From an optimization exercise on the open Yosys and OpenROAD flow, aimed at small area; shortcuts taken in it are not production practice.
Function was checked by simulation only, so behaviour that the tests miss may differ from the original.

==> design/flow/design.v <==
module win_compare (
    input  wire        clk,
    input  wire        rst,
    input  wire        cfg_we,
    input  wire [10:0] cfg_w,         
    input  wire [20:0] cfg_trms,      
    input  wire [20:0] cfg_tdc,       
    input  wire        restart,
    input  wire        in_valid,
    input  wire [24:0] in_m,
    input  wire [24:0] in_x,
    output reg         dec_valid,
    output reg         dec_rms_fail,
    output reg         dec_dc_fail,
    output reg         dec_rms_raise,
    output reg         dec_dc_raise,
    output reg  [60:0] dec_sumsq,
    output reg  [35:0] dec_sum
);
    reg  [10:0] w;
    reg  [20:0] trms, tdc;
    wire cfg_ok = cfg_we && cfg_w >= 11'd4 && cfg_w <= 11'd1024;
    wire clr    = restart || cfg_ok;
    always @(posedge clk) begin
        if (rst) begin
            w    <= 11'd36;
            trms <= 21'd66475;     
            tdc  <= 21'd21021;     
        end else if (cfg_ok) begin
            w    <= cfg_w;
            trms <= cfg_trms;
            tdc  <= cfg_tdc;
        end
    end
    wire signed [25:0] d  = $signed({in_m[24], in_m}) - $signed({in_x[24], in_x});
    wire signed [51:0] d2 = d * d;
    reg  [60:0] acc_sq;
    reg  [35:0] acc_d;
    reg  [10:0] cnt;             
    reg         w_done;          
    reg  [60:0] w_sq;
    reg  [35:0] w_d;
    reg  [10:0] w_w;
    reg  [20:0] w_trms, w_tdc;
    reg         w_prev_rms, w_prev_dc;
    reg         prev_rms, prev_dc;    
    always @(posedge clk) begin
        if (rst) begin
            acc_sq <= 0; acc_d <= 0; cnt <= 0;
            w_done <= 1'b0;
            w_sq <= 0; w_d <= 0; w_w <= 0; w_trms <= 0; w_tdc <= 0;
            w_prev_rms <= 1'b0; w_prev_dc <= 1'b0;
        end else begin
            w_done <= 1'b0;
            if (clr) begin
                acc_sq <= 0; acc_d <= 0; cnt <= 0;
            end else if (in_valid) begin
                if (cnt == w - 11'd1) begin
                    acc_sq     <= 0;
                    acc_d      <= 0;
                    cnt        <= 0;
                    w_done     <= 1'b1;
                    w_sq       <= acc_sq + {9'd0, d2};
                    w_d        <= acc_d + {{10{d[25]}}, d};
                    w_w        <= w;
                    w_trms     <= trms;
                    w_tdc      <= tdc;
                    w_prev_rms <= prev_rms;
                    w_prev_dc  <= prev_dc;
                end else begin
                    acc_sq <= acc_sq + {9'd0, d2};
                    acc_d  <= acc_d + {{10{d[25]}}, d};
                    cnt    <= cnt + 11'd1;
                end
            end
        end
    end
    wire [41:0] trms2   = w_trms * w_trms;
    wire [52:0] lim_sq  = w_w * trms2;
    wire [31:0] lim_d   = w_w * w_tdc;
    wire [35:0] abs_d   = w_d[35] ? (~w_d + 36'd1) : w_d;
    wire        rms_bad = w_sq > {8'd0, lim_sq};
    wire        dc_bad  = abs_d > {4'd0, lim_d};
    always @(posedge clk) begin
        if (rst) begin
            dec_valid <= 1'b0;
            dec_rms_fail <= 1'b0; dec_dc_fail <= 1'b0;
            dec_rms_raise <= 1'b0; dec_dc_raise <= 1'b0;
            dec_sumsq <= 0; dec_sum <= 0;
            prev_rms <= 1'b0; prev_dc <= 1'b0;
        end else begin
            dec_valid <= w_done;
            if (w_done) begin
                dec_rms_fail  <= rms_bad;
                dec_dc_fail   <= dc_bad;
                dec_rms_raise <= rms_bad && w_prev_rms;
                dec_dc_raise  <= dc_bad && w_prev_dc;
                dec_sumsq     <= w_sq;
                dec_sum       <= w_d;
            end
            if (clr) begin
                prev_rms <= 1'b0;
                prev_dc  <= 1'b0;
            end else if (w_done) begin
                prev_rms <= rms_bad;
                prev_dc  <= dc_bad;
            end
        end
    end
endmodule
==> design/flow/run.sh <==
#!/bin/bash
# synth_recipe.tcl (not shown) runs the flow's synth.tcl, then flattens the netlist and writes it again
# the make line also repeats each setting of config.mk as NAME=value (left out here)
make -C /OpenROAD-flow-scripts/flow DESIGN_CONFIG=/design/flow/config.mk WORK_HOME=/design/flow/orfs CLKGATE_MAP_FILE= SYNTH_SCRIPT=/design/flow/synth_recipe.tcl finish
==> design/flow/config.mk <==
export PLATFORM = sky130hd
export DESIGN_NAME = win_compare
export DESIGN_NICKNAME = win_compare
export VERILOG_FILES = /design/flow/design.v
export SDC_FILE = /design/flow/constraint.sdc
export NUM_CORES = 4
export LEC_CHECK = 0
export CAP_MARGIN = 20
export CORE_MARGIN = 2
export CORE_UTILIZATION = 40
export SLEW_MARGIN = 20
==> design/flow/constraint.sdc <==
create_clock -name core_clock -period 20.0 [get_ports {clk}]
set_input_delay 4.0000 -clock core_clock [delete_from_list [all_inputs] [get_ports {clk}]]
set_output_delay 4.0000 -clock core_clock [all_outputs]
set_load 0.01 [all_outputs]
==> reports/results.ini <==
[floorplan]
starting_utilization_of_the_core_area_pct = 40.2
die_area_um2 = 197000
core-area_um2 = 192000
die_w_um = 444
placement_row_count = 161
dieHeight_um = 444
pin_count = 210

[timing]
tns_ps = 0
finalClockSkew_ps = 60.9
relSlewSlack_pct = 21.7
period_minus_ws_final_ps = 17170
least_margin_pin_slew_ps = 1170
final-max-slew-violation-count = 0
maximum_frequency_from_static_timing_analysis_mhz = 58.2
post-route-period-util_pct = 85.8
final-hold-violation-count = 0
setup_viol = 0
rsz_0062_raised_after_global_routing = false
final_critical_path_setup_slack_ps = 2830

[worst_setup_path]
cp_max_fo = 20
crit_path_top_delay_cell = sky130_fd_sc_hd__nor4_1
most_used_cell_along_the_critical_path = sky130_fd_sc_hd__fa_1
cp.required_ps = 20520
crit_end_element = register
worst_ep_arrival_time_ps = 17690
cp_slowest_stage_delay_ps = 820
start_kind = input pin
crit_type = input pin to register
setup.reg_to_reg.worst_slack_ps = 3360

[clock_network]
cts_setup_buffers = 0
tritoncts = built
cts_sinks = 418
ctsHtreeMaxLevel = 2
clk_latency_ps = 670
cts_buffer_depth = 3
clk_transition_reported_paths_ps = 60
ctsResizeCount = 0
cts_inserted_buffers = 48
cts_hold_buf = 0
cts.root.buffer_cell = sky130_fd_sc_hd__clkbuf_16

[global_routing]
grt_pass1_wl_um = 355000
grt_pass1_vias = 63800
largest_net_degree_at_the_start_of_global_routing = 90
overflow = 0
grtUsageTotal_pct = 22.6
grt_antenna_before_repair = 1

[routing]
antenna_violating_nets_post_route = 0
vias = 59400
drtIter0Drc = 3813
drc = 0
drt_wl_total_um = 218000
routedWlPerCell_um = 19.2
drt_first_pass_iters = 6
vias_per_cell = 5.22

[placed_design]
gp_congestion = 0.923
port-buffer-count = 209
detailed_place_hpwl_um = 172000
dp_slack_ps = 2240

[cells_and_area]
num_antenna_cells = 0
finish.net_count = 11100
utilization_after_layout_pct = 43.4
layout-area-overhead-vs-synth_pct = 8.03
drive_gt1_share_pct = 2.76

[synth]
combinational_family_with_the_most_area_after_synthesis = adder cells
synth.avg_cell_area_um2 = 8.74
synth_edf_count = 0
synth_flop_cell = sky130_fd_sc_hd__dfxtp_1
portion_of_synthesized_cell_area_occupied_by_the_leading_cell_type_pct = 38.5
synth_area_leaders = sky130_fd_sc_hd__fa_1 39%, sky130_fd_sc_hd__dfxtp_1 11%, sky130_fd_sc_hd__ha_1 11%
synth-async-reset-ratio_pct = 0
post_synthesis_cell_area_um2 = 77300
synthSimpleGateAreaFrac_pct = 15.1
synthXorXnorAreaFrac_pct = 3.99
synth_top_area_cell = sky130_fd_sc_hd__fa_1
synth-adder-area-share_pct = 49.3
synth_nets = 11100
synth_cell_types = 78
synth.yosys.seq_area_share_pct = 10.8
synth_compound_gate_area_share_pct = 9.55
synth_mux_area_share_pct = 1.27
postSynthRegisterBits = 418
ys.warnings.count = 1
synth_cells = 8844

[run]
max_cap_viol_count = 0

[run_status]
status = complete, no violations

[hold_path]
min_path_type = register to register

## flip-flops by register name (all words and copies together) (netlist names), 36 cells and up
signal	count
acc_sq	61
acc_d	36
w_sq	61
w_d	36
dec_sumsq	61
dec_sum	36
## synth_stat cells, drive strengths merged (32+ instances only)
master / n
nor3: 52
nor2b: 48
mux2i: 97
a22oi: 32
a21oi: 483
and2: 380
nand4: 52
a31oi: 38
nor2: 503
a21o: 168
nand2: 1268
o21bai: 43
xor2: 124
o21a: 42
nand3: 101
inv: 1646
o21ai: 165
clkbuf: 365
xnor2: 228
and3: 36
fa: 1488
dfxtp: 418
a211oi: 37
ha: 666
nand2b: 40
buf: 35
## layout by cell type (no fill, tap or decap), types with 52 or more instances in the layout
| cell | n |
|---|---|
| sky130_fd_sc_hd__xor2_1 | 120 |
| sky130_fd_sc_hd__nor2_1 | 502 |
| sky130_fd_sc_hd__nand3_1 | 101 |
| sky130_fd_sc_hd__a21oi_1 | 483 |
| sky130_fd_sc_hd__a21o_1 | 168 |
| sky130_fd_sc_hd__inv_1 | 1644 |
| sky130_fd_sc_hd__dfxtp_1 | 405 |
| sky130_fd_sc_hd__o21ai_0 | 164 |
| sky130_fd_sc_hd__mux2i_1 | 97 |
| sky130_fd_sc_hd__nand2_1 | 1267 |
| sky130_fd_sc_hd__ha_1 | 666 |
| sky130_fd_sc_hd__nand4_1 | 52 |
| sky130_fd_sc_hd__and2_1 | 378 |
| sky130_fd_sc_hd__fa_1 | 1488 |
| sky130_fd_sc_hd__clkdlybuf4s50_1 | 208 |
| sky130_fd_sc_hd__buf_4 | 97 |
| sky130_fd_sc_hd__xnor2_1 | 217 |
## final cells by class
type	instances	area (um^2)
tap	2526	3160
clock inverter	20	233
inverter	1656	6220
multi-input combinational	6370	61400
sequential	418	8390
timing repair buffer	306	2830
clock buffer	65	1360
fill	18900	109000
## cells by family after synthesis
logic type,after synthesis
XOR/XNOR,352
flip-flops,418
buffers and inverters,2056
adder cells (fa/ha/maj),2154
AO/OA/AOI/OAI,1182
AND/OR/NAND/NOR,2584
multiplexers,98
## worst max-delay path: cells and delay by family
kind	cells	cell delay, ps
compound gates	20	5060
xor+xnor	2	310
fa+ha+maj	11	4610
buf+inv	7	1480
simple gates	7	2200
## through the flow
step,cells,hold WS (ps),area [um^2]
global route,11400,465,83500
floorplan,8844,429,77300
global placement,11300,435,81900
finish,11400,449,83500
detailed placement,11300,445,81900
CTS,11400,454,83500
## final timing paths
path                                        startpoint  cells after the start                     end
worst max-delay path                           in_x[0]                     47   w_sq[49]$_SDFFE_PP0P_
worst min-delay path              prev_dc$_SDFFE_PP0P_                      2  w_prev_dc$_SDFFE_PP0P_
worst max register to register  w_trms[4]$_SDFFE_PP0P_                     50   prev_rms$_SDFFE_PP0P_
worst min register to register    prev_dc$_SDFFE_PP0P_                      2  w_prev_dc$_SDFFE_PP0P_
## metal layers
metal	vias up	GRT usage (%)	share of wire (%)
met2	1730	38.1	47
met4	0	7.56	3.8
met5	-	0	0
met1	30000	30.1	43
li1	27300	-	-
met3	342	2.75	5.7

-- afterwards: timing with drivers on the ports --
How much do the figures lean on ideal ports? The routed layout below was timed once more, with nothing changed but the port constraints. Step 1, drivers: a clkbuf_16 drives clk and a buf_2 each remaining input, both assumed. Step 2 also shifts input and output timing later by t, the mid clock arrival at the registers, as if the neighbouring blocks saw the same clock. a / b / c = ideal ports / drivers / drivers and shift; a / b = the first two.
t (ns): 0.722
setup slack, ns: 2.831 / 2.883 / 2.161
hold slack, ns: 0.449 / 0.449 / 0.449
worst setup path after step 2: input to register
clock arrival spread, ns: 0.069 / 0.069
After both steps setup and hold are still met in this run. The setup slack of this run moves by +0.052 ns with the drivers and by -0.670 ns with both steps.
